From an optimization exercise on the open Yosys and OpenROAD flow, aimed at small area, a short achievable clock period and few clock cycles; shortcuts taken in it are not production practice.
RTL that was checked went through simulation tests only; none was proved equivalent to the original.
No functional check of the RTL was part of runs 3 to 7.
Power and IR drop assume default switching activity.

==> design.v <==
module corr_cos_sin (
    input  wire [3:0] m,
    output wire [5:0] wc,
    output wire [5:0] ws
);
  assign wc =
      (m == 4'd0) ? 6'd63 :
      (m == 4'd1) ? 6'd63 :
      (m == 4'd2) ? 6'd62 :
      (m == 4'd3) ? 6'd60 :
      (m == 4'd4) ? 6'd58 :
      (m == 4'd5) ? 6'd56 :
      (m == 4'd6) ? 6'd52 :
      (m == 4'd7) ? 6'd49 :
      (m == 4'd8) ? 6'd45 :
      (m == 4'd9) ? 6'd40 :
      (m == 4'd10) ? 6'd35 :
      (m == 4'd11) ? 6'd30 :
      (m == 4'd12) ? 6'd24 :
      (m == 4'd13) ? 6'd18 :
      (m == 4'd14) ? 6'd12 :
      6'd6;
  assign ws =
      (m == 4'd0) ? 6'd0 :
      (m == 4'd1) ? 6'd6 :
      (m == 4'd2) ? 6'd12 :
      (m == 4'd3) ? 6'd18 :
      (m == 4'd4) ? 6'd24 :
      (m == 4'd5) ? 6'd30 :
      (m == 4'd6) ? 6'd35 :
      (m == 4'd7) ? 6'd40 :
      (m == 4'd8) ? 6'd45 :
      (m == 4'd9) ? 6'd49 :
      (m == 4'd10) ? 6'd52 :
      (m == 4'd11) ? 6'd56 :
      (m == 4'd12) ? 6'd58 :
      (m == 4'd13) ? 6'd60 :
      (m == 4'd14) ? 6'd62 :
      6'd63;
endmodule
module corr_acc (
    input  wire        clk,
    input  wire        clear,
    input  wire        neg,
    input  wire [11:0] term,     
    output wire [31:0] acc,
    output wire        sat
);
  reg [10:0] lo;
  reg [20:0] hi;
  reg        pu, pd;             
  wire [12:0] tx   = {term[11], term} ^ {13{neg}};
  wire [12:0] ls   = {2'b00, lo} + tx + {12'd0, neg};
  wire        c_up = !ls[12] & ls[11];
  wire        c_dn = ls[12];
  wire        lzero = (ls == 13'd0);
  wire [21:0] t;
  assign t[0] = pu | pd;
  genvar i;
  generate
    for (i = 0; i < 21; i = i + 1) begin : g_hi
      assign t[i+1] = t[i] & (hi[i] ^ pd);
    end
  endgenerate
  wire h_top  = (hi[20:1] == 20'h7FFFF);
  wire h_bot  = (hi[20:1] == 20'h80000);
  wire eq_max = h_top & (hi[0] ? (!pu & !pd) : pu);
  wire eq_min = h_bot & (hi[0] ? pd : (!pu & !pd));
  wire ovp = eq_max & c_up;
  wire ovn = eq_min & (c_dn | lzero);
  assign sat = ovp | ovn;
  always @(posedge clk) begin
    if (clear) begin
      lo <= 11'd0;
      hi <= 21'd0;
      pu <= 1'b0;
      pd <= 1'b0;
    end else begin
      lo <= ovp ? 11'h7FF : ovn ? 11'h001 : ls[10:0];
      pu <= c_up & !eq_max;
      pd <= c_dn & !eq_min;
      hi <= hi ^ t[20:0];
    end
  end
  assign acc = {hi, lo};
endmodule
module corr_channel (
    input  wire        clk,
    input  wire        rst,
    input  wire        cfg_valid,
    output wire        cfg_ready,
    input  wire [35:0] cfg_fcw,
    input  wire [35:0] cfg_phi,
    input  wire [35:0] cfg_cfw,
    input  wire [35:0] cfg_frac,
    input  wire [3:0]  cfg_de,
    input  wire [3:0]  cfg_dv,
    input  wire [23:0] cfg_nsamp,
    input  wire        s_valid,
    output wire        s_ready,
    input  wire        s_x,
    input  wire [3:0]  s_i,
    input  wire [3:0]  s_q,
    input  wire        chip,
    output wire        chip_take,
    output wire        res_valid,
    output wire [31:0] res_ve_i,
    output wire [31:0] res_ve_q,
    output wire [31:0] res_e_i,
    output wire [31:0] res_e_q,
    output wire [31:0] res_p_i,
    output wire [31:0] res_p_q,
    output wire [31:0] res_l_i,
    output wire [31:0] res_l_q,
    output wire [31:0] res_vl_i,
    output wire [31:0] res_vl_q,
    output wire [23:0] res_used,
    output wire        res_range
);
  reg        rdy;         
  reg        wact;        
  reg        s_rdy;
  reg        si_v;        
  reg        si_x;
  reg        si_si, si_sq;    
  reg  [2:0] si_ui, si_uq;    
  reg [35:0] fcw, cfw, phase, frac;
  reg  [3:0] de, dv;
  reg [23:0] rem;         
  reg        rem1;        
  reg        fresh;       
  reg  [6:0] q;
  reg  [2:0] occ;
  reg        take;
  reg        pend;        
  reg        cfg_ready_q, s_ready_q, take_q;    
  wire s_fire = s_valid & s_rdy;
  wire win_ok = (occ >= (pend ? 3'd4 : 3'd3));
  wire nv     = si_v & wact & !fresh & win_ok;    
  wire lastn  = nv & rem1;
  wire [35:0] frac_sum, phase_sum;
  wire        carry, unused_co;
  add_bk #(36) u_frac  (.a(frac),  .b(cfw), .ci(1'b0), .s(frac_sum),  .co(carry));
  add_bk #(36) u_phase (.a(phase), .b(fcw), .ci(1'b0), .s(phase_sum), .co(unused_co));
  wire [6:0] q_p   = pend ? {1'b0, q[6:1]} : q;
  wire [6:0] q_sh  = lastn ? {3'b000, q_p[6:3]} : q_p;
  wire [2:0] occ_p = occ - {2'b00, pend} - (lastn ? 3'd3 : 3'd0);
  wire [2:0] occ_n = occ_p + {2'b00, take};
  reg  [6:0] q_n;
  integer j;
  always @(*) begin
    q_n = q_sh;
    for (j = 0; j < 7; j = j + 1)
      if (take && occ_p == j) q_n[j] = chip;
  end
  wire       wact_n = rdy ? cfg_valid : (wact & !lastn);
  wire       si_v_n = s_fire | (si_v & !nv);
  wire       rem2   = (rem == 24'd2);
  wire [24:0] rt;
  assign rt[0] = 1'b1;
  genvar gi;
  generate
    for (gi = 0; gi < 24; gi = gi + 1) begin : g_rem
      assign rt[gi+1] = rt[gi] & !rem[gi];
    end
  endgenerate
  wire       fresh_n = rdy & cfg_valid;
  wire       free_n  = !si_v_n | (wact_n & !fresh_n & (occ_n >= 3'd4));
  always @(posedge clk) begin
    if (rst) begin
      rdy   <= 1'b1;
      wact  <= 1'b0;
      s_rdy <= 1'b0;
      si_v  <= 1'b0;
      occ   <= 3'd0;
      take  <= 1'b0;
      pend  <= 1'b0;
      fresh <= 1'b0;
      cfg_ready_q <= 1'b1;
      s_ready_q   <= 1'b0;
      take_q      <= 1'b0;
    end else begin
      rdy   <= rdy ? !cfg_valid : lastn;
      wact  <= wact_n;
      fresh <= fresh_n;
      s_rdy <= free_n;
      pend  <= nv & !rem1 & carry;
      si_v  <= si_v_n;
      occ   <= occ_n;
      take  <= (occ_n != 3'd7);
      cfg_ready_q <= rdy ? !cfg_valid : lastn;
      s_ready_q   <= free_n;
      take_q      <= (occ_n != 3'd7);
    end
  end
  always @(posedge clk) begin
    q <= q_n;
    if (s_rdy) begin
      si_x  <= s_x;
      si_si <= s_i[3];
      si_sq <= s_q[3];
      si_ui <= s_i[2:0] ^ {3{s_i[3]}};
      si_uq <= s_q[2:0] ^ {3{s_q[3]}};
    end
    if (rdy) begin
      fcw   <= cfg_fcw;
      cfw   <= cfg_cfw;
      de    <= cfg_de;
      dv    <= cfg_dv;
      phase <= cfg_phi;
      frac  <= cfg_frac;
      rem   <= cfg_nsamp;
      rem1  <= (cfg_nsamp == 24'd1);
    end else if (nv) begin
      phase <= phase_sum;
      frac  <= frac_sum;
      rem   <= rem ^ rt[23:0];
      rem1  <= rem2;
    end
  end
  wire [3:0] fh = frac[35:32];
  wire c_m = pend ? q[1] : q[0];
  wire c_0 = pend ? q[2] : q[1];
  wire c_p = pend ? q[3] : q[2];
  wire [4:0] fh_de = {1'b0, fh} + {1'b0, de};
  wire [4:0] fh_dv = {1'b0, fh} + {1'b0, dv};
  wire [4:0] r_n;
  assign r_n[0] = (fh < dv) ? c_m : c_0;      
  assign r_n[1] = (fh < de) ? c_m : c_0;      
  assign r_n[2] = c_0;                        
  assign r_n[3] = fh_de[4] ? c_p : c_0;       
  assign r_n[4] = fh_dv[4] ? c_p : c_0;       
  wire [1:0] quad = phase[35:34];
  wire [2:0] ui_n = quad[0] ? si_uq : si_ui;
  wire [2:0] uq_n = quad[0] ? si_ui : si_uq;
  wire       ni_n = (quad[0] ? si_sq : si_si) ^ quad[1];
  wire       nq_n = (quad[0] ? si_si : si_sq) ^ quad[1] ^ quad[0];
  wire [5:0] wc_n, ws_n;
  corr_cos_sin u_lut (.m(phase[33:30]), .wc(wc_n), .ws(ws_n));
  wire [3:0] mi_n = {ui_n, 1'b1};
  wire [3:0] mq_n = {uq_n, 1'b1};
  wire [9:0] p1_n = mi_n * wc_n;
  wire [9:0] p2_n = mq_n * ws_n;
  wire [9:0] p3_n = mq_n * wc_n;
  wire [9:0] p4_n = mi_n * ws_n;
  reg        m_v, m_x, m_last, m_ni, m_nq;
  reg  [4:0] m_r;
  reg  [9:0] m_p1, m_p2, m_p3, m_p4;
  always @(posedge clk) begin
    if (rst) m_v <= 1'b0;
    else     m_v <= nv;
    m_x    <= si_x;
    m_last <= rem1;
    m_r    <= r_n;
    m_ni   <= ni_n;
    m_nq   <= nq_n;
    m_p1   <= p1_n;
    m_p2   <= p2_n;
    m_p3   <= p3_n;
    m_p4   <= p4_n;
  end
  wire        opp  = m_ni ^ m_nq;
  wire [11:0] re = {2'b00, m_p1} + (opp ? -{2'b00, m_p2} : {2'b00, m_p2});
  wire [11:0] im = {2'b00, m_p3} + (opp ? {2'b00, m_p4} : -{2'b00, m_p4});
  wire        m_en = m_v & !m_x;
  reg        a_v, a_en, a_last;
  reg  [4:0] a_ni, a_nq;
  reg [11:0] a_re, a_im;
  always @(posedge clk) begin
    if (rst) begin
      a_v     <= 1'b0;
      a_en    <= 1'b0;
      a_last  <= 1'b0;
    end else begin
      a_v     <= m_v;
      a_en    <= m_en;
      a_last  <= m_v & m_last;
    end
    a_ni <= m_r ^ {5{m_ni}};
    a_nq <= m_r ^ {5{m_nq}};
    a_re <= m_en ? re : 12'd0;
    a_im <= m_en ? im : 12'd0;
  end
  wire [9:0] sat;
  corr_acc u_ve_i (.clk(clk), .clear(clr), .neg(a_ni[0]), .term(a_re), .acc(res_ve_i), .sat(sat[0]));
  corr_acc u_ve_q (.clk(clk), .clear(clr), .neg(a_nq[0]), .term(a_im), .acc(res_ve_q), .sat(sat[1]));
  corr_acc u_e_i  (.clk(clk), .clear(clr), .neg(a_ni[1]), .term(a_re), .acc(res_e_i),  .sat(sat[2]));
  corr_acc u_e_q  (.clk(clk), .clear(clr), .neg(a_nq[1]), .term(a_im), .acc(res_e_q),  .sat(sat[3]));
  corr_acc u_p_i  (.clk(clk), .clear(clr), .neg(a_ni[2]), .term(a_re), .acc(res_p_i),  .sat(sat[4]));
  corr_acc u_p_q  (.clk(clk), .clear(clr), .neg(a_nq[2]), .term(a_im), .acc(res_p_q),  .sat(sat[5]));
  corr_acc u_l_i  (.clk(clk), .clear(clr), .neg(a_ni[3]), .term(a_re), .acc(res_l_i),  .sat(sat[6]));
  corr_acc u_l_q  (.clk(clk), .clear(clr), .neg(a_nq[3]), .term(a_im), .acc(res_l_q),  .sat(sat[7]));
  corr_acc u_vl_i (.clk(clk), .clear(clr), .neg(a_ni[4]), .term(a_re), .acc(res_vl_i), .sat(sat[8]));
  corr_acc u_vl_q (.clk(clk), .clear(clr), .neg(a_nq[4]), .term(a_im), .acc(res_vl_q), .sat(sat[9]));
  reg [23:0] used;
  reg        range, sat_q;
  reg        done1, done2, clr;
  wire [24:0] ut;
  assign ut[0] = a_en;
  generate
    for (gi = 0; gi < 24; gi = gi + 1) begin : g_used
      assign ut[gi+1] = ut[gi] & used[gi];
    end
  endgenerate
  always @(posedge clk) begin
    sat_q <= |sat;
    if (clr) begin
      used  <= 24'd0;
      range <= 1'b0;
    end else begin
      used  <= used ^ ut[23:0];
      range <= range | sat_q;
    end
    if (rst) begin
      done1 <= 1'b0;
      done2 <= 1'b0;
      clr   <= 1'b1;
    end else begin
      done1 <= a_v & a_last;      
      done2 <= done1;             
      clr   <= done1;
    end
  end
  assign cfg_ready = cfg_ready_q;
  assign s_ready   = s_ready_q;
  assign chip_take = take_q;
  assign res_valid = done2;
  assign res_used  = used;
  assign res_range = range;
endmodule
module add_bk #(parameter N = 36) (
    input  wire [N-1:0] a,
    input  wire [N-1:0] b,
    input  wire         ci,
    output wire [N-1:0] s,
    output wire         co
);
  localparam TOP = (N > 32) ? 64 : (N > 16) ? 32 : (N > 8) ? 16 : (N > 4) ? 8 : 4;
  wire [N-1:0] p0 = a ^ b;
  wire [N-1:0] g0 = a & b;
  reg  [N-1:0] g, p;
  integer l, i;
  always @(*) begin
    g = g0;
    p = p0;
    g[0] = g0[0] | (p0[0] & ci);
    for (l = 1; l < TOP; l = l * 2)
      for (i = 2 * l - 1; i < N; i = i + 2 * l) begin
        g[i] = g[i] | (p[i] & g[i-l]);
        p[i] = p[i] & p[i-l];
      end
    for (l = TOP / 2; l >= 1; l = l / 2)
      for (i = 3 * l - 1; i < N; i = i + 2 * l) begin
        g[i] = g[i] | (p[i] & g[i-l]);
        p[i] = p[i] & p[i-l];
      end
  end
  assign s  = p0 ^ {g[N-2:0], ci};
  assign co = g[N-1];
endmodule
==> flow/run.sh <==
#!/bin/bash
# Standard layout with plain buffers (buf_1) on the ports, and timing repair
# aimed well below the 13 ns constraint (setup margin), so that the resizer
# shortens the paths that set the achieved period.
set -euo pipefail
export BUFFER_PORTS_ARGS="-buffer_cell sky130_fd_sc_hd__buf_1"
export SETUP_SLACK_MARGIN=8.8
bash standard.sh finish > flow.log 2>&1
==> standard.sh <==
#!/bin/bash
# synth_recipe.tcl (not shown) runs the flow's synth.tcl, then flattens the netlist and writes it again
# the make line also repeats each setting of config.mk as NAME=value (left out here)
make -C /OpenROAD-flow-scripts/flow DESIGN_CONFIG=/design/flow/config.mk WORK_HOME=/design/flow/orfs CLKGATE_MAP_FILE= SYNTH_SCRIPT=/design/flow/synth_recipe.tcl "${@:-finish}"
==> config.mk <==
export PLATFORM = sky130hd
export DESIGN_NAME = corr_channel
export DESIGN_NICKNAME = corr_channel
export VERILOG_FILES = /design/flow/design.v
export SDC_FILE = /design/flow/constraint.sdc
export NUM_CORES = 4
export LEC_CHECK = 0
export CAP_MARGIN = 20
export CORE_MARGIN = 2
export CORE_UTILIZATION = 40
export PLACE_DENSITY = 0.6
export SLEW_MARGIN = 20
==> constraint.sdc <==
create_clock -name core_clock -period 13.0 [get_ports {clk}]
set_input_delay 2.6000 -clock core_clock [delete_from_list [all_inputs] [get_ports {clk}]]
set_output_delay 2.6000 -clock core_clock [all_outputs]
set_load 0.01 [all_outputs]
==> impl_metrics.json, run 1 <==
{
  "fin_cells": 6197,
  "clk_path_buf_depth": 3,
  "numPortBuffers": 538,
  "rsz0062_at_grt": "true",
  "antenna_found_initial": 5,
  "fp.dieH_um": 320,
  "viasPerCell": 5.20,
  "final_common_cell": "buf_1",
  "power.density_nw_per_um2": 248,
  "reg2reg_to": "rem[23]",
  "fmax_mhz": 235,
  "postSynthCellCount": 4357,
  "min_path_type": "reg2reg",
  "dpl.hpwl_um": 79900,
  "fin_nets": 5424,
  "cts.sinks": 656,
  "antenna_left": 0,
  "ir_drop_mv": 0.126,
  "initial_core_util_pct": 40.5,
  "synth_nets": 4938,
  "layout_common_cells": "buf_1, nor2_1, dfxtp_1",
  "synth_edf_count": 189,
  "syn_to_final_growth_pct": 17.1,
  "gp_congestion": 0.905,
  "finish.utilization_pct": 47.4,
  "ff2ff_path_depth": 25,
  "fp.dieW_um": 320,
  "ys_seq_area_share_pct": 37.6,
  "status": "timing/DRC/antenna clean",
  "path_class": "reg2reg",
  "yosysWarnings": 3,
  "drtIter0Drc": 1746,
  "routed_wl_um": 107000,
  "grt_max_degree": 94,
  "hold_viol": 0,
  "hold_ws_ns": 0.365,
  "synth_cell_types": 83,
  "holdBufCountCts": 0,
  "ios": 539,
  "arrival_ns": 4.65,
  "crit_path_start_kind": "register",
  "ys.flop_type": "dfxtp_1",
  "drcViolationCount": 0,
  "clkTransAtPathRegs_ns": 0.06,
  "fin_crit_ns": 4.26,
  "grt_overflow": 0,
  "cp-end-kind": "register",
  "setup_viol": 0,
  "grt_pass1_vias": 30800,
  "die_area_um2": 102000,
  "cp_max_fo": 2,
  "crit_required_ns": 13.39,
  "clock_latency_ns": 0.65,
  "synth_area_um2": 40000,
  "drive_gt1_share_pct": 7.25,
  "p_total_w": 0.0116,
  "cts_buffers": 80,
  "r2r-start": "rem[0]",
  "finalCritPeriodShare_pct": 32.7,
  "ys_ff_latch": 656,
  "wl_per_cell_um": 17.2,
  "rows": 115,
  "placedCellCount": 6023,
  "syn-mean-instance-area_um2": 9.18,
  "r2r_setup_slack_ns": 8.74,
  "root_buffer": "clkbuf_16",
  "core-area_um2": 98700,
  "skew_ns": 0.0271,
  "holdPathEnd": "m_x",
  "cts_tree": "done",
  "synthArstFlopShare_pct": 0,
  "h-tree-depth": 3,
  "grt_pass1_wl_um": 169000,
  "hp-start": "si_x",
  "min_delay_path_depth": 0,
  "slew_headroom_pct": 28.8,
  "globalRouteTotalUtil_pct": 20.5,
  "dr.pass1.iters": 5,
  "finalMaxSlewViolations": 0,
  "vias": 32200,
  "leakage_nw": 19.0,
  "setup-tns-final_ns": 0,
  "worstMarginPinSlew_ns": 1.06,
  "drv_cap": 0
}
power breakdown:
part,internal (W),leakage [nW],switching (W)
logic,0.00269,11.8,0.00339
clock network,0.00145,1.37,0.000924
registers,0.00260,5.74,0.000547
total,0.00675,19.0,0.00486
per-layer routing:
metal	vias to the layer above	part of all wire, %	global-route usage, %
li1	16300	-	-
met1	15000	44	26.4
met2	733	47	34.2
met3	162	6.1	4.48
met4	4	3.0	6.29
met5	-	0.022	0
per-stage QoR:
step | instance area (um^2) | worst slack, ns
floorplan | 40400 | 8.80
finish | 46800 | 8.74
detailed placement | 43500 | 8.51
global placement | 43500 | 8.59
CTS | 46500 | 8.74
global route | 46800 | 8.64
cells in the mapped netlist (9+ instances only):
master    instances  area share [%]
a211oi_1         16            0.30
a21o_1           86             1.6
a21oi_1         238             3.0
a31oi_1          29            0.45
and2_1            9            0.14
and3_1           25            0.39
and4_1            9            0.20
buf_1            48            0.45
clkbuf_1        126             1.2
dfxtp_1         467              23
edfxtp_1        189              14
fa_1             82             4.1
ha_1            309             9.7
inv_1           172             1.6
mux2_2           51             1.4
mux2i_1          35            0.88
nand2_1         337             3.2
nand2b_1         57            0.89
nand3_1          90             1.1
nand3b_1         20            0.38
nand4_1          58            0.91
nand4b_1         20            0.44
nor2_1          474             4.5
nor2b_1          67             1.0
nor3_1          110             1.4
nor3b_1          21            0.39
nor4_1           52            0.81
nor4b_1          15            0.33
o211ai_1         10            0.19
o21a_1           23            0.43
o21ai_0         273             3.4
o21bai_1         36            0.68
o22ai_1          12            0.19
o31ai_1          15            0.28
or2_2            23            0.36
or3_1            78             1.2
or4_1            15            0.28
xnor2_1         235             5.1
xor2_1          311             6.8
worst max-delay path, cell delays in order, from the launching register on:
cell      delay (ns)
edfxtp_1        0.36
inv_2           0.06
ha_4            0.16
ha_4            0.15
ha_4            0.15
ha_4            0.15
ha_4            0.15
ha_4            0.16
ha_4            0.15
ha_4            0.15
ha_4            0.15
ha_4            0.15
ha_4            0.15
ha_4            0.15
ha_4            0.15
ha_4            0.16
ha_4            0.15
ha_4            0.16
ha_4            0.15
ha_4            0.15
ha_4            0.15
ha_4            0.16
ha_4            0.16
ha_4            0.15
xnor2_2         0.11
o21ai_1         0.07
sequential cells by signal, summed over array words and instances, names as in the netlist, 24 cells and up:
signal  flops
rem        24
cfw        36
frac       36
fcw        36
used       24
phase      36
area by class of cell:
class                      instances  area (um^2)
antenna                            3         7.51
clock buffer                     106         2270
clock inverter                    40          502
fill                            9567        51900
inverter                         174          662
multi-input combinational       3351        24400
sequential                       656        15000
tap                             1287         1610
timing repair buffer             580         2360
cell families after synthesis:
| group | count (synthesis) | synth area share (%) |
|---|---|---|
| AND/OR/NAND/NOR | 1492 | 18.2 |
| AO/OA/AOI/OAI | 834 | 12.8 |
| flip-flops | 656 | 37.6 |
| XOR/XNOR | 546 | 12.0 |
| adder cells (fa/ha/maj) | 391 | 13.8 |
| buffers and inverters | 350 | 3.32 |
| multiplexers | 88 | 2.39 |
worst max path at each step:
stage / end / cells after the start / slack, ns / start
after floorplan: used[22] / 24 / 8.80 / used[0]
after global placement: q[2] / 15 / 8.59 / pend
after global routing: rem[23] / 25 / 8.64 / rem[0]
after detailed placement: q[2] / 15 / 8.51 / pend
after CTS: rem[23] / 25 / 8.74 / rem[0]
final: rem[23] / 25 / 8.74 / rem[0]
what timing repair did:
item,in CTS,in global routing
setup buffers,8,17
pin swaps,5,1
resized for setup,29,25
endpoints found under the hold margin,0,0
setup endpoints to repair,18,35
Testbench counts, summed over its fixed seeds: cycles 122,042.
==> inputs of run 2 (changes only) <==
==> flow/run.sh (replaced) <==
#!/bin/bash
# Standard layout, with plain buffers (buf_1) on the ports instead of the
# delay-cell buffers buffer_ports picks by default.
set -euo pipefail
export BUFFER_PORTS_ARGS="-buffer_cell sky130_fd_sc_hd__buf_1"
bash standard.sh finish > flow.log 2>&1
==> run 2 against run 1 <==
Still clean. Hold slack worse by 0.0079 ns. Synthesized cell count unchanged. Count of clock-buffer cells in the layout up 3. Clock power decreased by 2%. Area after synthesis unchanged. Utilization down 0.98 points. Power down 1.3%. Non-clock buffer count decreased by 20. Sequential share of layout area increased by 0.67 points. Via count down 0.47%.
==> impl_metrics.json, run 2 <==
{
  "status": "timing/DRC/antenna clean",
  "holdBufCountCts": 0,
  "syn_to_final_growth_pct": 14.6,
  "synthArstFlopShare_pct": 0,
  "min_path_type": "reg2reg",
  "drv_cap": 0,
  "r2r-start": "rem[0]",
  "antenna_left": 0,
  "finish.utilization_pct": 46.4,
  "hp-start": "si_x",
  "grt_overflow": 0,
  "ys_seq_area_share_pct": 37.6,
  "leakage_nw": 18.9,
  "seq_area_um2": 15000,
  "grt_max_degree": 99,
  "ys_ff_latch": 656,
  "synth_common_cells": "nor2_1, dfxtp_1, nand2_1",
  "finalMaxSlewViolations": 0,
  "post_cts_resized": 0,
  "initial_core_util_pct": 40.5,
  "worstMarginPinSlew_ns": 1.08,
  "crit_path_start_kind": "register",
  "globalRouteTotalUtil_pct": 20.4,
  "cp_max_fo": 2,
  "fp.dieW_um": 320,
  "numPortBuffers": 538,
  "syn-mean-instance-area_um2": 9.18,
  "synth_top_area_share_pct": 23.4,
  "yosys.area.top_type": "dfxtp_1",
  "viasPerCell": 5.19,
  "ff2ff_path_depth": 25,
  "dr.pass1.iters": 5,
  "synth_nets": 4938,
  "final_common_cell": "buf_1",
  "hold_ws_ns": 0.357,
  "crit_required_ns": 13.35,
  "fin_crit_ns": 4.92,
  "clock_latency_ns": 0.64,
  "finalCritPeriodShare_pct": 37.8,
  "core-area_um2": 98700,
  "reg2reg_to": "rem[23]",
  "cts_buffers": 82,
  "wl_per_cell_um": 17.2,
  "fp.dieH_um": 320,
  "skew_ns": 0.0215,
  "ys.flop_type": "dfxtp_1",
  "arrival_ns": 5.26,
  "holdPathEnd": "m_x",
  "setup_viol": 0,
  "fin_nets": 5406,
  "multi_input_area_um2": 23600,
  "synth_cell_types": 83,
  "routed_wl_um": 107000,
  "setup-tns-final_ns": 0,
  "layout_common_cells": "buf_1, nor2_1, dfxtp_1",
  "drtIter0Drc": 1722,
  "power.density_nw_per_um2": 250,
  "fin_cells": 6181,
  "drive_gt1_share_pct": 5.16,
  "drcViolationCount": 0,
  "synth_area_leaders": "dfxtp_1, edfxtp_1, ha_1",
  "postSynthCellCount": 4357,
  "yosysWarnings": 3,
  "cts_setup_buffers": 0,
  "cp-end-kind": "register",
  "cts_tree": "done",
  "clk_path_buf_depth": 3,
  "h-tree-depth": 3,
  "design_area_um2": 45800,
  "worst_path_largest_cell_delay_ns": 0.36,
  "synth.most_common_cell": "nor2_1",
  "slew_headroom_pct": 27.7,
  "synth_area_um2": 40000,
  "placed_area_um2": 43100,
  "ir_drop_mv": 0.122,
  "synth_edf_count": 189,
  "ios": 539,
  "clkTransAtPathRegs_ns": 0.06,
  "min_delay_path_depth": 0,
  "hold_viol": 0,
  "nFillCells": 9529,
  "cts.sinks": 656,
  "slowest_stage": "edfxtp_1",
  "rsz0062_at_grt": "false",
  "grt_pass1_wl_um": 167000,
  "rows": 115,
  "die_area_um2": 102000,
  "gp_congestion": 0.882,
  "path_class": "reg2reg",
  "placedCellCount": 6028,
  "antenna_found_initial": 7,
  "r2r_setup_slack_ns": 8.08,
  "dpl.hpwl_um": 81000,
  "grt_pass1_vias": 30400,
  "root_buffer": "clkbuf_16",
  "fmax_mhz": 203,
  "vias": 32100,
  "cp_common_cell": "ha_1"
}
## run 2: changes by cell type in the layout (fill, tap and decap cells not counted), moves of 4 or more
cell | previous run | this run
mux2i_2 | 4 | 0
mux2i_1 | 30 | 35
clkbuf_8 | 15 | 7
inv_1 | 168 | 172
a21oi_2 | 5 | 1
ha_4 | 45 | 0
a21oi_1 | 234 | 238
ha_1 | 264 | 309
clkbuf_1 | 10 | 18
buf_4 | 37 | 22
## run 2: cells by family after synthesis
logic type | after synthesis | share of synthesized area [%]
AO/OA/AOI/OAI | 834 | 12.8
XOR/XNOR | 546 | 12.0
adder cells (fa/ha/maj) | 391 | 13.8
buffers and inverters | 350 | 3.32
flip-flops | 656 | 37.6
multiplexers | 88 | 2.39
AND/OR/NAND/NOR | 1492 | 18.2
## run 2: routing by layer
layer	vias up	wire, um	GRT usage (%)
li1	16300	-	-
met2	740	49100	33.8
met3	161	6820	4.92
met4	4	3150	6.35
met1	14900	47400	26.1
met5	-	27	0
## run 2: power by group
part | switching (W) | total (W) | internal [W] | leakage, nW
clock | 0.000914 | 0.00232 | 0.00140 | 1.32
combinational | 0.00338 | 0.00603 | 0.00266 | 11.8
sequential | 0.000510 | 0.00312 | 0.00261 | 5.74
## run 2: how the worst max path moves through the flow
stage | from | end | slack (ns) | cells after the start
6_report | rem[0] | rem[23] | 8.08 | 25
5_1_grt | rem[0] | rem[23] | 7.78 | 25
4_1_cts | rem[0] | rem[23] | 8.08 | 25
3_5_place_dp | rem[0] | rem[23] | 8.11 | 25
3_3_place_gp | rem[0] | rem[23] | 8.15 | 25
2_1_floorplan | cfg_ready_q | frac[0] | 7.17 | 4
## run 2: worst max-delay path: cells and delay by family, from the launching register on
kind	cells	cell delay, ns
adders and majority gates	22	4.01
DFF	1	0.36
xor gates and xnor gates	1	0.13
AOI/OAI and AO/OA	1	0.09
buffers and inverters	1	0.07
## run 2: final cells by class
class / count / area share (%)
diodes: 6 / 0.0328
clock buffers: 109 / 4.94
clock inverters: 38 / 0.955
inverters: 174 / 1.42
multi-input cells: 3351 / 51.6
flip-flops and latches: 656 / 32.8
well taps: 1287 / 3.51
repair buffers: 560 / 4.77
## run 2: metrics by stage
| stage | power [W] | setup slack (ns) |
|---|---|---|
| 4_1_cts | 0.0116 | 8.08 |
| 2_1_floorplan | 0.00780 | 7.17 |
| 5_1_grt | 0.0125 | 7.78 |
| 6_report | 0.0115 | 8.08 |
| 3_3_place_gp | 0.00911 | 8.15 |
| 3_5_place_dp | 0.00917 | 8.11 |
==> inputs of run 3 (changes only) <==
--- a/design.v
+++ b/design.v
@@ -158,3 +158,3 @@
   wire       rem2   = (rem == 24'd2);
-  wire [24:0] rt;
+  wire [23:0] rt;
   assign rt[0] = 1'b1;
@@ -162,4 +162,4 @@
   generate
-    for (gi = 0; gi < 24; gi = gi + 1) begin : g_rem
-      assign rt[gi+1] = rt[gi] & !rem[gi];
+    for (gi = 1; gi < 24; gi = gi + 1) begin : g_rem
+      assign rt[gi] = ~|rem[gi-1:0];
     end
@@ -297,7 +297,7 @@
   reg        done1, done2, clr;
-  wire [24:0] ut;
+  wire [23:0] ut;
   assign ut[0] = a_en;
   generate
-    for (gi = 0; gi < 24; gi = gi + 1) begin : g_used
-      assign ut[gi+1] = ut[gi] & used[gi];
+    for (gi = 1; gi < 24; gi = gi + 1) begin : g_used
+      assign ut[gi] = a_en & (&used[gi-1:0]);
     end
==> flow/run.sh (replaced) <==
#!/bin/bash
# Standard layout with plain buffers (buf_1) on the ports, and timing repair
# aimed well below the 13 ns constraint (setup margin), so that the resizer
# shortens the paths that set the achieved period.
set -euo pipefail
export BUFFER_PORTS_ARGS="-buffer_cell sky130_fd_sc_hd__buf_1"
export SETUP_SLACK_MARGIN=9.2
bash standard.sh finish > flow.log 2>&1
==> run 3 against run 2 <==
Critical path type unchanged. Highest routed layer unchanged. Global-route usage increased by 0.87 points. Hold slack lost 0.0057 ns. Clock skew up 0.019 ns. Still clean.
==> impl_metrics.json, run 3 <==
{
  "status": "timing/DRC/antenna clean",
  "finalCritPeriodShare_pct": 29.4,
  "setup_slack_ns": 9.18,
  "synth_nets": 5009,
  "comb_power_share_pct": 56.0,
  "layout_common_cells": "nor2_1, nand2_1, xor2_1",
  "yosys.area.top_type": "dfxtp_1",
  "finalMaxSlewViolations": 0,
  "worstMarginPinSlew_ns": 1.02,
  "fin_nets": 5684,
  "grt_max_degree": 223,
  "clock_latency_ns": 0.65,
  "ir_drop_mv": 0.119,
  "power.switching_w": 0.00515,
  "gp_congestion": 0.901,
  "initial_core_util_pct": 40.2,
  "slew_headroom_pct": 32.1,
  "numPortBuffers": 538,
  "cp-end-kind": "register",
  "synth_edf_count": 189,
  "syn_to_final_growth_pct": 25.5,
  "synth.most_common_cell": "nor2_1",
  "root_buffer": "clkbuf_16",
  "synth_cell_types": 80,
  "drv_cap": 0,
  "ff2ff_path_depth": 14,
  "h-tree-depth": 3,
  "wl_per_cell_um": 17.5,
  "setup-tns-final_ns": 0,
  "routed_wl_um": 114000,
  "synth_common_cells": "nor2_1, dfxtp_1, nand2_1",
  "ys_seq_area_share_pct": 37.4,
  "final_common_cell": "nor2_1",
  "antenna_found_initial": 8,
  "viasPerCell": 5.26,
  "dr.pass1.iters": 5,
  "seqPwrFrac_pct": 25.2,
  "syn-mean-instance-area_um2": 8.99,
  "startpoint": "cfw[0]",
  "power.density_nw_per_um2": 246,
  "grt_overflow": 0,
  "fp.dieW_um": 321,
  "dp_slack_ns": 8.18,
  "rows": 116,
  "hold_viol": 0,
  "clk_path_buf_depth": 3,
  "r2r-start": "cfw[0]",
  "crit_end": "frac[34]",
  "drive_gt1_share_pct": 24.0,
  "ios": 539,
  "clkTransAtPathRegs_ns": 0.06,
  "arrival_ns": 4.18,
  "fp.dieH_um": 321,
  "cts_buffers": 81,
  "min_path_type": "reg2reg",
  "drcViolationCount": 0,
  "r2r_setup_slack_ns": 9.18,
  "ys.flop_type": "dfxtp_1",
  "crit_path_start_kind": "register",
  "grt_pass1_wl_um": 176000,
  "skew_ns": 0.0403,
  "synth_area_leaders": "dfxtp_1, edfxtp_1, ha_1",
  "antenna_left": 0,
  "leakage_nw": 21.5,
  "synth_top_area_share_pct": 23.3,
  "globalRouteTotalUtil_pct": 21.2,
  "switching_share_pct": 41.4,
  "internal-power_w": 0.00727,
  "reg2reg_to": "frac[34]",
  "ys_ff_latch": 656,
  "placedCellCount": 6133,
  "fmax_mhz": 262,
  "cp_max_fo": 2,
  "fin_cells": 6508,
  "drtIter0Drc": 1956,
  "synthArstFlopShare_pct": 0,
  "core-area_um2": 99900,
  "crit_required_ns": 13.36,
  "postSynthCellCount": 4467,
  "die_area_um2": 103000,
  "dpl.hpwl_um": 83000,
  "p_clk_share_pct": 18.8,
  "synth_area_um2": 40200,
  "fin_crit_ns": 3.82,
  "rsz0062_at_grt": "true",
  "holdBufCountCts": 0,
  "cts.sinks": 656,
  "grt_pass1_vias": 32400,
  "yosysWarnings": 3,
  "path_class": "reg2reg",
  "vias": 34200,
  "cts_tree": "done",
  "setup_viol": 0
}
==> run 3: changes by cell type in the layout (fill, tap and decap cells not counted), sizes merged, moves of 7 or more <==
cell	before	now
nand4b	20	12
buf	560	771
a21oi	239	267
nand3	90	97
xor2	311	326
xnor2	235	247
nor2b	67	49
nand2	337	409
nor4	52	63
clkbuf	109	124
inv	176	152
nor2	474	499
ha	309	270
==> run 3: layer usage <==
layer	share of wire, %	wire, um	track usage [%]
met4	3.4	3820	6.95
met2	47	53800	36.1
met1	43	48400	26.6
met5	0.047	54	0
met3	6.7	7680	4.64
==> run 3: cells by family (layout without fill, tap and decap cells) <==
family          Yosys count  in the layout  share of synthesized area [%]
simple gates           1598           1598                           19.1
compound gates          862            862                           13.0
flops                   656            656                           37.4
xor+xnor                573            573                           12.5
fa+ha+maj               352            352                           12.5
buf+inv                 337           1079                           3.16
mux                      89             89                           2.38
other cells               0              1                              0
==> run 3: worst max-delay path: stages (launching register included) <==
cell      delay, ns
edfxtp_1       0.36
ha_2           0.20
inv_2          0.05
fa_2           0.19
nor2b_1        0.05
o31a_1         0.28
o21a_1         0.21
o41a_1         0.42
a32oi_2        0.22
nand2_2        0.11
o31ai_4        0.27
o21ai_2        0.09
o41a_1         0.42
fa_2           0.41
mux2_2         0.27
==> run 3: area by class of cell <==
cell class | instances | area, um^2
fill | 9312 | 49400
multi-input combinational | 3474 | 24500
sequential | 656 | 16000
timing repair buffer | 779 | 5050
clock buffer | 116 | 2390
tap | 1298 | 1620
inverter | 150 | 572
clock inverter | 34 | 349
antenna | 1 | 2.50
==> run 3: worst min-delay path by stage <==
stage | start | to | slack [ns] | depth (start not counted)
2_1_floorplan | si_x | m_x | 0.32 | 0
6_report | si_x | m_x | 0.35 | 0
4_1_cts | si_x | m_x | 0.35 | 0
5_1_grt | si_x | m_x | 0.35 | 0
3_5_place_dp | si_x | m_x | 0.35 | 0
3_3_place_gp | si_x | m_x | 0.34 | 0
==> run 3: what timing repair did <==
action                                  4_1_cts  5_1_grt
setup buffers                               170       53
endpoints found under the setup margin      458      226
resized for setup                          1041      179
pin swaps                                    22       46
==> run 3: power by group through the flow <==
stage               logic (W)  clock network, W  registers, W
floorplan             0.00488                 0       0.00304
global placement      0.00606                 0       0.00318
detailed placement    0.00612                 0       0.00320
CTS                   0.00668           0.00240       0.00312
global route          0.00780           0.00248       0.00319
finish                0.00695           0.00233       0.00313
==> run 3: through the flow <==
| stage | area (um^2) | util, % | hold slack (ns) | total power, W |
|---|---|---|---|---|
| 3_5_place_dp | 43300 | 43.4 | 0.349 | 0.00932 |
| 2_1_floorplan | 40200 | - | 0.323 | 0.00791 |
| 6_report | 50400 | 50.5 | 0.352 | 0.0124 |
| 3_3_place_gp | 43300 | 43.4 | 0.336 | 0.00925 |
| 4_1_cts | 49400 | 49.5 | 0.349 | 0.0122 |
| 5_1_grt | 50400 | 50.5 | 0.349 | 0.0135 |
==> inputs of run 4 (changes only) <==
--- a/config.mk
+++ b/config.mk
@@ -10,2 +10,5 @@
 export CORE_UTILIZATION = 40
+export CTS_BUF_LIST = sky130_fd_sc_hd__clkbuf_8
+export CTS_CLUSTER_DIAMETER = 60
+export CTS_CLUSTER_SIZE = 30
 export PLACE_DENSITY = 0.6
==> run 4 against run 3 <==
Wire length up 2.3%. Sequential share of layout area down 1.2 points. First-iteration DRC count up 6.0%. Critical path depth down 13. Die area unchanged. Non-clock buffer count up 195. Worst setup slack worse by 0.066 ns. Area after synthesis unchanged. Cell count up 3.0%. Clock skew up 0.014 ns. Critical path type is now reg2out. Largest power group unchanged.
==> impl_metrics.json, run 4 <==
{
  "setup-tns-final_ns": 0,
  "skew_ns": 0.0545,
  "finalCritPeriodShare_pct": 29.9,
  "nFillCells": 9011,
  "clk_path_buf_depth": 3,
  "min_path_type": "reg2reg",
  "clkTransAtPathRegs_ns": 0.09,
  "h-tree-depth": 3,
  "finish.utilization_pct": 52.6,
  "cp-end-kind": "output port",
  "comb_power_share_pct": 59.6,
  "synthArstFlopShare_pct": 0,
  "fin_crit_ns": 3.89,
  "internal-power_w": 0.00693,
  "yosysWarnings": 3,
  "gp_congestion": 0.901,
  "worstMarginPinSlew_ns": 1.26,
  "fin_nets": 5878,
  "cp_max_fo": 2,
  "grt_overflow": 0,
  "synth_nets": 5009,
  "drv_cap": 0,
  "syn_to_final_growth_pct": 30.7,
  "synth_area_um2": 40200,
  "rsz0062_at_grt": "true",
  "wl_per_cell_um": 17.4,
  "rows": 116,
  "root_buffer": "clkbuf_8",
  "finalMaxSlewViolations": 0,
  "viasPerCell": 5.23,
  "path_class": "reg2out",
  "ys_ff_latch": 656,
  "cts_buffers": 80,
  "cts_tree": "done",
  "synth.most_common_cell": "nor2_1",
  "fmax_mhz": 257,
  "synth_area_leaders": "dfxtp_1, edfxtp_1, ha_1",
  "dr.pass1.iters": 5,
  "synth_top_area_share_pct": 23.3,
  "arrival_ns": 1.29,
  "synth_common_cells": "nor2_1, dfxtp_1, nand2_1",
  "die_area_um2": 103000,
  "syn-mean-instance-area_um2": 8.99,
  "power.switching_w": 0.00520,
  "ys.flop_type": "dfxtp_1",
  "drive_gt1_share_pct": 27.6,
  "core-area_um2": 99900,
  "hold_viol": 0,
  "grt_pass1_wl_um": 181000,
  "antenna_left": 0,
  "cts.sinks": 656,
  "synth_edf_count": 189,
  "fp.dieW_um": 321,
  "p_clk_share_pct": 14.6,
  "layout_common_cells": "nor2_1, buf_4, nand2_1",
  "crit_required_ns": 10.40,
  "cp_top_family": "flip-flops",
  "routed_wl_um": 116000,
  "crit_path_start_kind": "register",
  "postSynthCellCount": 4467,
  "switching_share_pct": 42.9,
  "dpl.hpwl_um": 83000,
  "vias": 35000,
  "ios": 539,
  "path_buf_inv": 1,
  "slowest_stage": "dfxtp_4",
  "grt_pass1_vias": 33900,
  "fp.dieH_um": 321,
  "seqPwrFrac_pct": 25.8,
  "globalRouteTotalUtil_pct": 21.8,
  "clock_latency_ns": 0.76,
  "antenna_found_initial": 6,
  "slew_headroom_pct": 16.3,
  "synth_cell_types": 80,
  "cp_cell_sequence": "buf_6",
  "grt_max_degree": 223,
  "yosys.area.top_type": "dfxtp_1",
  "power.density_nw_per_um2": 231,
  "final_common_cell": "nor2_1",
  "drtIter0Drc": 2073,
  "status": "timing/DRC/antenna clean",
  "worst_path_largest_cell_delay_ns": 0.43,
  "numPortBuffers": 538,
  "leakage_nw": 22.4,
  "ir_drop_mv": 0.115,
  "holdBufCountCts": 0,
  "ys_seq_area_share_pct": 37.4,
  "drcViolationCount": 0,
  "initial_core_util_pct": 40.2,
  "setup_viol": 0
}
-- run 4: worst reg2reg max path: cells and delay by family (launching register included) --
family,cells,cell delay (ns)
AND/OR/NAND/NOR,4,0.81
flip-flops,1,0.46
AO/OA/AOI/OAI,6,0.84
adder cells (fa/ha/maj),3,1.29
buffers and inverters,2,0.22
XOR/XNOR,1,0.13
-- run 4: per-layer routing --
metal  global-route usage, %  up-vias  wire [um]
li1                        -    17400          -
met1                    26.7    16600      49000
met2                    37.9      859      56400
met3                    4.79      178       7710
met4                    6.84        8       3250
met5                       0        -         52
-- run 4: power groups by stage --
stage / Clock [W] / Combinational, W / Sequential, W
floorplan: 0 / 0.00488 / 0.00304
global placement: 0 / 0.00606 / 0.00318
detailed placement: 0 / 0.00612 / 0.00320
CTS: 0.00183 / 0.00698 / 0.00312
global route: 0.00192 / 0.00809 / 0.00319
finish: 0.00177 / 0.00723 / 0.00313
-- run 4: area by class of cell --
type                       count  area (um^2)  share of cell area [%]
inverter                     150          574                    1.09
timing repair buffer         974         7970                    15.2
tap                         1298         1620                    3.09
clock inverter                62          716                    1.36
antenna                        1         2.50                 0.00477
sequential                   656        16000                    30.5
clock buffer                  87         1200                    2.28
multi-input combinational   3474        24400                    46.5
-- run 4: timing repair --
| item | CTS | global route |
|---|---|---|
| endpoints found under the setup margin | 465 | 474 |
| resized for setup | 1435 | 90 |
| pin swaps | 36 | 54 |
| buffers inserted | 361 | 58 |
-- run 4: stage by stage --
step	setup WS (ns)	power (W)	cells	area (um^2)	hold WS, ns
finish	9.11	0.0121	6702	52500	0.385
detailed placement	8.18	0.00932	6133	43300	0.349
global route	9.00	0.0132	6702	52500	0.394
global placement	8.24	0.00925	6133	43300	0.336
floorplan	9.20	0.00791	4467	40200	0.323
CTS	9.04	0.0119	6643	51700	0.389
-- run 4: final timing paths --
check | startpoint | endpoint | slack [ns] | cells after the start
worst max register to register | phase[32] | m_p3[9] | 9.18 | 16
worst min-delay path | si_x | m_x | 0.39 | 0
worst min register to register | si_x | m_x | 0.39 | 0
worst max-delay path | u_vl_q.lo[4] | res_vl_q[4] | 9.11 | 1
-- run 4: cell families after synthesis --
family	count (synthesis)	synth area share (%)
fa+ha+maj	352	12.5
mux	89	2.38
compound gates	862	13.0
buf+inv	337	3.16
simple gates	1598	19.1
xor+xnor	573	12.5
flops	656	37.4
==> inputs of run 5 (changes only) <==
--- a/design.v
+++ b/design.v
@@ -233,4 +233,2 @@
   wire [1:0] quad = phase[35:34];
-  wire [2:0] ui_n = quad[0] ? si_uq : si_ui;
-  wire [2:0] uq_n = quad[0] ? si_ui : si_uq;
   wire       ni_n = (quad[0] ? si_sq : si_si) ^ quad[1];
@@ -239,11 +237,11 @@
   corr_cos_sin u_lut (.m(phase[33:30]), .wc(wc_n), .ws(ws_n));
-  wire [3:0] mi_n = {ui_n, 1'b1};
-  wire [3:0] mq_n = {uq_n, 1'b1};
-  wire [9:0] p1_n = mi_n * wc_n;
-  wire [9:0] p2_n = mq_n * ws_n;
-  wire [9:0] p3_n = mq_n * wc_n;
-  wire [9:0] p4_n = mi_n * ws_n;
-  reg        m_v, m_x, m_last, m_ni, m_nq;
+  wire [3:0] mi_n = {si_ui, 1'b1};
+  wire [3:0] mq_n = {si_uq, 1'b1};
+  wire [9:0] pa_n = mi_n * wc_n;    
+  wire [9:0] pb_n = mq_n * ws_n;    
+  wire [9:0] pc_n = mq_n * wc_n;    
+  wire [9:0] pd_n = mi_n * ws_n;    
+  reg        m_v, m_x, m_last, m_ni, m_nq, m_sw;
   reg  [4:0] m_r;
-  reg  [9:0] m_p1, m_p2, m_p3, m_p4;
+  reg  [9:0] m_pa, m_pb, m_pc, m_pd;
   always @(posedge clk) begin
@@ -256,10 +254,14 @@
     m_nq   <= nq_n;
-    m_p1   <= p1_n;
-    m_p2   <= p2_n;
-    m_p3   <= p3_n;
-    m_p4   <= p4_n;
+    m_sw   <= quad[0];
+    m_pa   <= pa_n;
+    m_pb   <= pb_n;
+    m_pc   <= pc_n;
+    m_pd   <= pd_n;
   end
-  wire        opp  = m_ni ^ m_nq;
-  wire [11:0] re = {2'b00, m_p1} + (opp ? -{2'b00, m_p2} : {2'b00, m_p2});
-  wire [11:0] im = {2'b00, m_p3} + (opp ? {2'b00, m_p4} : -{2'b00, m_p4});
+  wire        opp = m_ni ^ m_nq;
+  wire        s_b = opp ^ m_sw;
+  wire [11:0] u_s = {2'b00, m_pa} + (s_b ? -{2'b00, m_pb} : {2'b00, m_pb});
+  wire [11:0] v_s = {2'b00, m_pc} + (s_b ? {2'b00, m_pd} : -{2'b00, m_pd});
+  wire [11:0] re = m_sw ? v_s : u_s;
+  wire [11:0] im = m_sw ? u_s : v_s;
   wire        m_en = m_v & !m_x;
--- a/config.mk
+++ b/config.mk
@@ -10,5 +10,2 @@
 export CORE_UTILIZATION = 40
-export CTS_BUF_LIST = sky130_fd_sc_hd__clkbuf_8
-export CTS_CLUSTER_DIAMETER = 60
-export CTS_CLUSTER_SIZE = 30
 export PLACE_DENSITY = 0.6
==> run 5 against run 4 <==
First-iteration DRC count down 0.68%. Non-clock buffer count down 172. Register-to-register slack worse by 0.21 ns. Global-route usage down 0.11 points. Die area down 0.49%. Sequential power up 2%. Utilization down 1.2 points. Design area down 3.4%. Via count down 3.4%. Largest cell class unchanged.
==> impl_metrics.json, run 5 <==
{
  "crit_path_start_kind": "register",
  "synth_area_leaders": "dfxtp_1, edfxtp_1, ha_1",
  "dr.pass1.iters": 5,
  "hold_ws_ns": 0.341,
  "seq_area_um2": 16000,
  "grt_max_degree": 159,
  "dpl.hpwl_um": 83000,
  "reg2reg_to": "frac[34]",
  "cts.sinks": 657,
  "rsz0062_at_grt": "true",
  "globalRouteTotalUtil_pct": 21.7,
  "fin_crit_ns": 4.03,
  "ys_seq_area_share_pct": 37.6,
  "internal-power_w": 0.00725,
  "routed_wl_um": 115000,
  "status": "timing/DRC/antenna clean",
  "antenna_found_initial": 10,
  "setup_viol": 0,
  "clock_latency_ns": 0.66,
  "r2r-start": "cfw[0]",
  "ff2ff_path_depth": 15,
  "design_area_um2": 50700,
  "power.switching_w": 0.00529,
  "placedCellCount": 6050,
  "drtIter0Drc": 2059,
  "nFillCells": 9177,
  "clkTransAtPathRegs_ns": 0.06,
  "h-tree-depth": 3,
  "holdBufCountCts": 0,
  "crit_required_ns": 13.38,
  "cp-end-kind": "register",
  "ir_drop_mv": 0.168,
  "path_class": "reg2reg",
  "root_buffer": "clkbuf_16",
  "synth_cell_types": 92,
  "cts_tree": "done",
  "fin_nets": 5642,
  "startpoint": "cfw[0]",
  "synth_area_um2": 40000,
  "ys.flop_type": "dfxtp_1",
  "postSynthCellCount": 4391,
  "synth_common_cells": "dfxtp_1, nand2_1, nor2_1",
  "r2r_setup_slack_ns": 8.97,
  "yosys.area.top_type": "dfxtp_1",
  "comb_power_share_pct": 56.0,
  "skew_ns": 0.0341,
  "initial_core_util_pct": 40.5,
  "setup-tns-final_ns": 0,
  "drcViolationCount": 0,
  "die_area_um2": 102000,
  "fmax_mhz": 248,
  "worstMarginPinSlew_ns": 1.18,
  "synth_top_area_share_pct": 23.4,
  "syn-mean-instance-area_um2": 9.10,
  "yosysWarnings": 3,
  "synth_edf_count": 189,
  "vias": 33900,
  "grt_pass1_vias": 32500,
  "numPortBuffers": 538,
  "final_common_cell": "nor2_1",
  "rows": 115,
  "power.density_nw_per_um2": 247,
  "cp_max_fo": 2,
  "grt_overflow": 0,
  "p_total_w": 0.0125,
  "drv_cap": 0,
  "antenna_left": 0,
  "synthArstFlopShare_pct": 0,
  "syn_to_final_growth_pct": 26.9,
  "finalMaxSlewViolations": 0,
  "hold_viol": 0,
  "core-area_um2": 98700,
  "min_path_type": "reg2reg",
  "clk_path_buf_depth": 3,
  "ios": 539,
  "fin_cells": 6461,
  "synth_nets": 4933,
  "hp-start": "si_x",
  "min_delay_path_depth": 0,
  "layout_common_cells": "nor2_1, nand2_1, buf_4",
  "p_clk_share_pct": 18.5,
  "slew_headroom_pct": 20.9,
  "fp.dieW_um": 320,
  "viasPerCell": 5.24,
  "arrival_ns": 4.42,
  "ys_ff_latch": 657,
  "gp_congestion": 0.891,
  "drive_gt1_share_pct": 25.4,
  "finalCritPeriodShare_pct": 31.0,
  "grt_pass1_wl_um": 178000,
  "fp.dieH_um": 320,
  "holdPathEnd": "m_x",
  "placed_area_um2": 43100,
  "synth.most_common_cell": "dfxtp_1",
  "cts_buffers": 81,
  "wl_per_cell_um": 17.8,
  "leakage_nw": 21.8,
  "switching_share_pct": 42.2,
  "seqPwrFrac_pct": 25.5,
  "multi_input_area_um2": 24500
}
-- run 5: worst max-delay path by stage --
stage                    end  slack [ns]
detailed placement     sat_q        8.55
finish              frac[34]        8.97
CTS                 frac[34]        9.04
floorplan               q[2]        9.22
global route        frac[30]        8.81
global placement       sat_q        8.70
-- run 5: kinds of logic (layout without fill, tap and decap cells) --
kind of cell	after synthesis	count (layout)	share of synthesized area (%)
multiplexers	82	82	2.24
buffers and inverters	313	1086	2.96
flip-flops	657	657	37.6
AO/OA/AOI/OAI	815	816	12.6
XOR/XNOR	582	582	12.7
other	0	9	0
AND/OR/NAND/NOR	1590	1590	19.2
adder cells (fa/ha/maj)	352	352	12.6
-- run 5: per-stage QoR --
| stage | util, % | worst slack (ns) |
|---|---|---|
| after floorplan | - | 9.22 |
| after global placement | 43.6 | 8.70 |
| after detailed placement | 43.6 | 8.55 |
| after CTS | 50.0 | 9.04 |
| after global routing | 51.4 | 8.81 |
| final | 51.4 | 8.97 |
-- run 5: layout make-up --
type / count / share of cell area, %
sequential: 657 / 31.6
clock buffer: 115 / 4.62
inverter: 136 / 1.02
tap: 1287 / 3.17
multi-input combinational: 3422 / 48.2
clock inverter: 33 / 0.725
timing repair buffer: 802 / 10.6
antenna: 9 / 0.0444
-- run 5: what timing repair did --
action                                  4_1_cts  5_1_grt
pin swaps                                    27       68
resized for setup                          1110      216
cloned                                        0        2
buffers inserted                            168       84
endpoints found under the setup margin      498      253
endpoints found under the hold margin         0        0
-- run 5: power by group through the flow --
stage | logic (W) | clock network, W | registers, W
5_1_grt | 0.00784 | 0.00246 | 0.00327
3_3_place_gp | 0.00602 | 0 | 0.00324
2_1_floorplan | 0.00481 | 0 | 0.00304
4_1_cts | 0.00658 | 0.00238 | 0.00320
6_report | 0.00702 | 0.00232 | 0.00320
3_5_place_dp | 0.00608 | 0 | 0.00325
-- run 5: layer usage --
layer | GRT usage, % | vias up | part of all wire, %
met1 | 27.3 | 16000 | 43
met5 | 0 | - | 0.035
met3 | 4.59 | 193 | 5.6
met4 | 7.33 | 6 | 3.4
met2 | 36.8 | 809 | 48
li1 | - | 16800 | -
-- run 5: critical path, stage by stage, from the launching register on --
cell and delay (ns):
edfxtp_1 0.37, ha_2 0.19, inv_2 0.05, fa_2 0.21
nor2b_4 0.04, o31a_1 0.29, o21a_1 0.19, o211ai_1 0.33
o22ai_2 0.13, a311oi_2 0.39, o21ai_2 0.11, a221oi_2 0.33
o21ai_1 0.14, a311o_1 0.32, fa_2 0.41, mux2_2 0.26
==> inputs of run 6 (changes only) <==
--- a/flow/run.sh
+++ b/flow/run.sh
@@ -6,3 +6,3 @@
 export BUFFER_PORTS_ARGS="-buffer_cell sky130_fd_sc_hd__buf_1"
-export SETUP_SLACK_MARGIN=9.2
+export SETUP_SLACK_MARGIN=8.9
 bash standard.sh finish > flow.log 2>&1
==> run 6 against run 5 <==
Synthesized cell count is the same. Sequential share of layout area grew 0.98 points. Still clean. Die area is the same. Worst setup slack lost 0.028 ns. Via count shrank 3.8%. Critical path depth shrank 14. Hold slack gained 0.0031 ns. Global-route usage shrank 0.85 points. Wire length shrank 4.5%. Area after synthesis is the same.
==> impl_metrics.json, run 6 <==
{
  "leakage_nw": 18.8,
  "design_area_um2": 46300,
  "clk_path_buf_depth": 3,
  "cp-end-kind": "output port",
  "root_buffer": "clkbuf_16",
  "placed_area_um2": 43100,
  "setup-tns-final_ns": 0,
  "cp_max_fo": 2,
  "ir_drop_mv": 0.167,
  "syn-mean-instance-area_um2": 9.10,
  "status": "timing/DRC/antenna clean",
  "slowest_stage": "dfxtp_1",
  "cts_tree": "done",
  "antenna_left": 0,
  "syn_to_final_growth_pct": 15.8,
  "r2r_setup_slack_ns": 8.96,
  "crit_required_ns": 10.40,
  "holdBufCountCts": 0,
  "cts_buffers": 81,
  "ff2ff_path_depth": 13,
  "synth_top_family_by_area": "simple AND/OR/NAND/NOR gates",
  "gp_congestion": 0.918,
  "synth_top_area_share_pct": 23.4,
  "ios": 539,
  "grt_pass1_wl_um": 171000,
  "holdPathEnd": "m_x",
  "cp_cell_sequence": "buf_1",
  "rows": 115,
  "drcViolationCount": 0,
  "hp-start": "si_x",
  "arrival_ns": 1.46,
  "final_common_cell": "buf_1",
  "yosys.area.top_type": "dfxtp_1",
  "dpl.hpwl_um": 82300,
  "routed_wl_um": 110000,
  "antenna_found_initial": 11,
  "h-tree-depth": 3,
  "fp.dieH_um": 320,
  "layout_common_cells": "buf_1, dfxtp_1, nor2_1, nand2_1, xor2_1",
  "met2_wirelength_um": 50800,
  "reg2reg_to": "frac[34]",
  "synth_compound_area_share_pct": 12.6,
  "fin_crit_ns": 4.06,
  "fin_nets": 5435,
  "postSynthCellCount": 4391,
  "path_buf_inv": 1,
  "synth_edf_count": 189,
  "initial_core_util_pct": 40.5,
  "min_delay_path_depth": 0,
  "synth_cell_types": 92,
  "worstMarginPinSlew_ns": 1.02,
  "wl_met3_um": 6670,
  "grt_pass1_vias": 30800,
  "cts.sinks": 657,
  "wl_met1_um": 49200,
  "crit_path_start_kind": "register",
  "synth_nets": 4933,
  "startpoint": "u_e_q.lo[4]",
  "power.density_nw_per_um2": 253,
  "grt_overflow": 0,
  "finalCritPeriodShare_pct": 31.2,
  "r2r-start": "frac[10]",
  "finish.utilization_pct": 46.9,
  "synth_area_um2": 40000,
  "clkTransAtPathRegs_ns": 0.06,
  "synth_fa_ha_area_share_pct": 12.6,
  "hold_viol": 0,
  "wl_per_cell_um": 17.6,
  "worst_path_largest_cell_delay_ns": 0.45,
  "ys.flop_type": "dfxtp_1",
  "grt_max_degree": 179,
  "die_area_um2": 102000,
  "synth.most_common_cell": "dfxtp_1",
  "p_total_w": 0.0117,
  "placedCellCount": 6055,
  "viasPerCell": 5.22,
  "drtIter0Drc": 1744,
  "yosysWarnings": 3,
  "muxShareOfSynthArea_pct": 2.24,
  "finalMaxSlewViolations": 0,
  "core-area_um2": 98700,
  "path_class": "reg2out",
  "cp_top_family": "flip-flops",
  "synth-xor-area-share_pct": 12.7,
  "synth_common_cells": "dfxtp_1, nand2_1, nor2_1",
  "fin_cells": 6245,
  "synth-simple-area-share_pct": 19.2,
  "globalRouteTotalUtil_pct": 20.8,
  "dr.pass1.iters": 5,
  "numPortBuffers": 538,
  "synthArstFlopShare_pct": 0,
  "synth_area_leaders": "dfxtp_1, edfxtp_1, ha_1",
  "clock_latency_ns": 0.66,
  "slew_headroom_pct": 31.9,
  "ys_seq_area_share_pct": 37.6,
  "drive_gt1_share_pct": 6.88,
  "fp.dieW_um": 320,
  "drv_cap": 0,
  "skew_ns": 0.0398,
  "ys_ff_latch": 657,
  "rsz0062_at_grt": "true",
  "dr.max_layer_used": "met5",
  "setup_viol": 0,
  "min_path_type": "reg2reg",
  "vias": 32600,
  "fmax_mhz": 246
}
run 6: how the worst max path moves through the flow:
stage                         endpoint  slack [ns]  depth (start not counted)
after detailed placement          q[2]        8.43                         15
final                       res_e_q[4]        8.94                          1
after floorplan                   q[2]        8.90                         17
after global placement           sat_q        8.63                         12
after CTS                 u_p_q.lo[10]        8.90                         11
after global routing             sat_q        8.77                         13
run 6: cell families after synthesis:
| family | Yosys count |
|---|---|
| and+or+nand+nor | 1590 |
| AOI/OAI and AO/OA | 815 |
| DFF | 657 |
| xor gates and xnor gates | 582 |
| adders and majority gates | 352 |
| buffers and inverters | 313 |
| muxes | 82 |
run 6: where the power goes:
part | internal (W) | total [W] | switching, W
clock | 0.00131 | 0.00224 | 0.000930
combinational | 0.00273 | 0.00628 | 0.00355
sequential | 0.00261 | 0.00318 | 0.000570
total | 0.00665 | 0.0117 | 0.00505
run 6: through the flow:
stage / setup slack [ns] / hold slack, ns
3_5_place_dp: 8.43 / 0.336
5_1_grt: 8.77 / 0.373
6_report: 8.94 / 0.345
4_1_cts: 8.90 / 0.350
3_3_place_gp: 8.63 / 0.334
2_1_floorplan: 8.90 / 0.323
run 6: what timing repair did:
item | in CTS | in global routing
pin swaps | 4 | 16
setup buffers | 7 | 35
endpoints found under the setup margin | 94 | 105
resized for setup | 25 | 44
run 6: cell type report:
type	count	area [um^2]
Inverter	136	519
Multi-Input combinational cell	3421	24000
Fill cell	9471	52400
Clock inverter	29	307
Timing Repair Buffer	596	2510
Clock buffer	114	2300
Sequential cell	657	15100
Tap cell	1287	1610
Antenna cell	5	12.5
run 6: layer usage:
metal | vias to the layer above | track usage (%)
met5 | - | 0
met2 | 745 | 34.3
met1 | 15300 | 27.2
li1 | 16400 | -
met4 | 10 | 7.07
met3 | 167 | 4.26
==> inputs of run 7 (changes only) <==
--- a/flow/run.sh
+++ b/flow/run.sh
@@ -6,3 +6,3 @@
 export BUFFER_PORTS_ARGS="-buffer_cell sky130_fd_sc_hd__buf_1"
-export SETUP_SLACK_MARGIN=8.9
+export SETUP_SLACK_MARGIN=9.2
 bash standard.sh finish > flow.log 2>&1
--- a/config.mk
+++ b/config.mk
@@ -9,4 +9,4 @@
 export CORE_MARGIN = 2
-export CORE_UTILIZATION = 40
-export PLACE_DENSITY = 0.6
+export CORE_UTILIZATION = 60
+export PLACE_DENSITY = 0.7
 export SLEW_MARGIN = 20
==> run 7 against run 6 <==
Global-route usage is 9.0 points higher. Critical path type is now reg2reg. Utilization rose by 26 points. Non-clock buffer count increased by 49. Still clean on timing, DRC and antenna. Sequential cell count is the same.
==> impl_metrics.json, run 7 <==
{
  "h-tree-depth": 3,
  "skew_ns": 0.0218,
  "synth_area_leaders": "dfxtp_1, edfxtp_1, ha_1",
  "r2r-start": "frac[10]",
  "globalRouteTotalUtil_pct": 29.9,
  "vias": 33200,
  "die_area_um2": 68700,
  "min_delay_path_depth": 0,
  "holdPathEnd": "m_x",
  "antenna_left": 0,
  "core-area_um2": 65900,
  "placedCellCount": 5626,
  "crit_required_ns": 13.36,
  "synth.most_common_cell": "dfxtp_1",
  "setup_viol": 0,
  "dr.pass1.iters": 6,
  "fin_cells": 5872,
  "hp-start": "si_x",
  "finalMaxSlewViolations": 0,
  "antenna_found_initial": 18,
  "numPortBuffers": 538,
  "routed_wl_um": 106000,
  "status": "timing/DRC/antenna clean",
  "clkTransAtPathRegs_ns": 0.06,
  "syn-mean-instance-area_um2": 9.10,
  "reg2reg_to": "frac[34]",
  "synth_top_area_share_pct": 23.4,
  "fmax_mhz": 252,
  "yosys.area.top_type": "dfxtp_1",
  "cp_max_fo": 2,
  "final_common_cell": "nor2_1",
  "fp.dieH_um": 262,
  "yosysWarnings": 3,
  "synthArstFlopShare_pct": 0,
  "layout_common_cells": "nor2_1, nand2_1, xor2_1",
  "ys_ff_latch": 657,
  "cts.sinks": 657,
  "path_class": "reg2reg",
  "placed_area_um2": 42500,
  "wl_per_cell_um": 18.1,
  "cp-end-kind": "register",
  "power.density_nw_per_um2": 252,
  "ys_seq_area_share_pct": 37.6,
  "syn_to_final_growth_pct": 19.4,
  "ir_drop_mv": 0.191,
  "clk_path_buf_depth": 3,
  "synth_edf_count": 189,
  "holdBufCountCts": 0,
  "initial_core_util_pct": 60.7,
  "nFillCells": 5106,
  "ios": 539,
  "cts_tree": "done",
  "drtIter0Drc": 2208,
  "drcViolationCount": 0,
  "drv_cap": 0,
  "design_area_um2": 47700,
  "grt_max_degree": 96,
  "gp_congestion": 0.933,
  "fp.dieW_um": 262,
  "worstMarginPinSlew_ns": 1.30,
  "ys.flop_type": "dfxtp_1",
  "fin_crit_ns": 3.97,
  "cts_buffers": 75,
  "slew_headroom_pct": 12.7,
  "ff2ff_path_depth": 13,
  "synth_cell_types": 92,
  "drive_gt1_share_pct": 20.5,
  "clock_latency_ns": 0.63,
  "arrival_ns": 4.33,
  "viasPerCell": 5.66,
  "r2r_setup_slack_ns": 9.03,
  "dpl.hpwl_um": 77800,
  "rows": 94,
  "min_path_type": "reg2reg",
  "multi_input_area_um2": 24500,
  "synth_area_um2": 40000,
  "rsz0062_at_grt": "true",
  "crit_path_start_kind": "register",
  "hold_viol": 0,
  "synth_common_cells": "dfxtp_1, nand2_1, nor2_1",
  "seq_area_um2": 15700,
  "fin_nets": 5479,
  "finalCritPeriodShare_pct": 30.5,
  "synth_nets": 4933,
  "postSynthCellCount": 4391,
  "grt_pass1_wl_um": 164000,
  "grt_overflow": 0,
  "root_buffer": "clkbuf_16",
  "grt_pass1_vias": 30900,
  "setup-tns-final_ns": 0,
  "leakage_nw": 20.5
}
run 7: cell counts after synthesis:
Identical to the previous run, type by type.
run 7: layout make-up:
class	instances	share of cell area (%)
diodes	13	0.0682
clock buffers	110	4.53
clock inverters	25	0.629
inverters	136	1.08
multi-input cells	3422	51.3
flip-flops and latches	657	32.9
well taps	864	2.27
repair buffers	645	7.21
run 7: logic make-up (layout without fill, tap and decap cells):
| logic type | count (synthesis) | after routing | share of synthesized area [%] |
|---|---|---|---|
| flip-flops | 657 | 657 | 37.6 |
| adder cells (fa/ha/maj) | 352 | 352 | 12.6 |
| other | 0 | 13 | 0 |
| multiplexers | 82 | 82 | 2.24 |
| XOR/XNOR | 582 | 582 | 12.7 |
| buffers and inverters | 313 | 916 | 2.96 |
| AND/OR/NAND/NOR | 1590 | 1590 | 19.2 |
| AO/OA/AOI/OAI | 815 | 816 | 12.6 |
run 7: repair_timing:
item / in CTS / in global routing
gates resized for setup: 589 / 364
buffers inserted: 42 / 55
cloned: 0 / 1
endpoints found under the setup margin: 457 / 333
pin swaps: 26 / 82
run 7: per-layer routing:
layer  vias to the layer above  GRT usage, %  part of all wire (%)
met5                         -             0                 0.084
met4                        12          11.9                   4.1
met3                       212          7.01                   6.9
met2                       894          50.2                    48
met1                     15600          37.1                    41
li1                      16500             -                     -
run 7: how the worst max path moves through the flow:
| stage | endpoint | slack [ns] | start | cells past startpoint |
|---|---|---|---|---|
| 6_report | frac[34] | 9.03 | frac[10] | 13 |
| 5_1_grt | frac[34] | 8.90 | frac[10] | 13 |
| 4_1_cts | frac[34] | 9.03 | cfw[0] | 15 |
| 3_5_place_dp | sat_q | 8.60 | a_re[0] | 13 |
| 3_3_place_gp | sat_q | 8.63 | a_re[0] | 13 |
| 2_1_floorplan | q[2] | 9.22 | pend | 17 |
run 7: worst max-delay path, cell delays in order (launching register included):
cell	delay (ns)
edfxtp_1	0.40
ha_1	0.32
and4_1	0.24
a221oi_2	0.23
o21ai_1	0.13
o211ai_1	0.29
o22ai_1	0.14
a311oi_2	0.36
o21ai_2	0.12
a221oi_2	0.33
o21ai_2	0.10
a311o_1	0.36
fa_2	0.42
mux2_2	0.27
run 7: metrics by stage:
stage	setup slack, ns	hold WS [ns]	util, %	total power, W
2_1_floorplan	9.22	0.323	-	0.00785
3_3_place_gp	8.63	0.382	64.6	0.00915
3_5_place_dp	8.60	0.380	64.6	0.00923
4_1_cts	9.03	0.395	70.3	0.0116
5_1_grt	8.90	0.402	72.4	0.0130
6_report	9.03	0.405	72.5	0.0120
run 7: power breakdown:
group / switching, W / leakage (nW) / internal [W]
sequential: 0.000575 / 5.90 / 0.00264
clock: 0.000860 / 1.21 / 0.00127
combinational: 0.00368 / 13.3 / 0.00299
total: 0.00512 / 20.5 / 0.00691

[re-timing with driven ports]
In the flow no input, the clock included, has a driving cell. The finished layouts below were timed again as built, in two steps. Step 1, drivers: a clkbuf_16 drives clk and a buf_2 each remaining input, both assumed. Step 2 times the ports against the registers' clock, not the clock port: input delays grow and output delays shrink by t, the midpoint of the rising clock arrivals with the driver on. Three values: ideal ports, drivers, drivers and shift; two values: the first two.
| run | shift t [ns] | slack for setup (ns) | hold WS [ns] |
|---|---|---|---|
| run 1 | 0.703 | 8.744 / 8.744 / 8.744 | 0.365 / 0.365 / 0.365 |
| run 2 | 0.705 | 8.084 / 8.084 / 8.084 | 0.357 / 0.357 / 0.357 |
| run 3 | 0.695 | 9.179 / 9.163 / 9.107 | 0.352 / 0.352 / 0.352 |
| run 4 | 0.793 | 9.112 / 9.047 / 9.078 | 0.385 / 0.385 / 0.385 |
| run 5 | 0.712 | 8.967 / 8.967 / 8.967 | 0.341 / 0.341 / 0.341 |
| run 6 | 0.710 | 8.939 / 8.873 / 8.959 | 0.345 / 0.345 / 0.345 |
| run 7 | 0.686 | 9.032 / 9.032 / 9.032 | 0.405 / 0.405 / 0.405 |
After both steps every run listed still meets setup and hold. The setup slack of run 3, which loses most, moves by -0.016 ns with the drivers and by -0.072 ns with both steps.
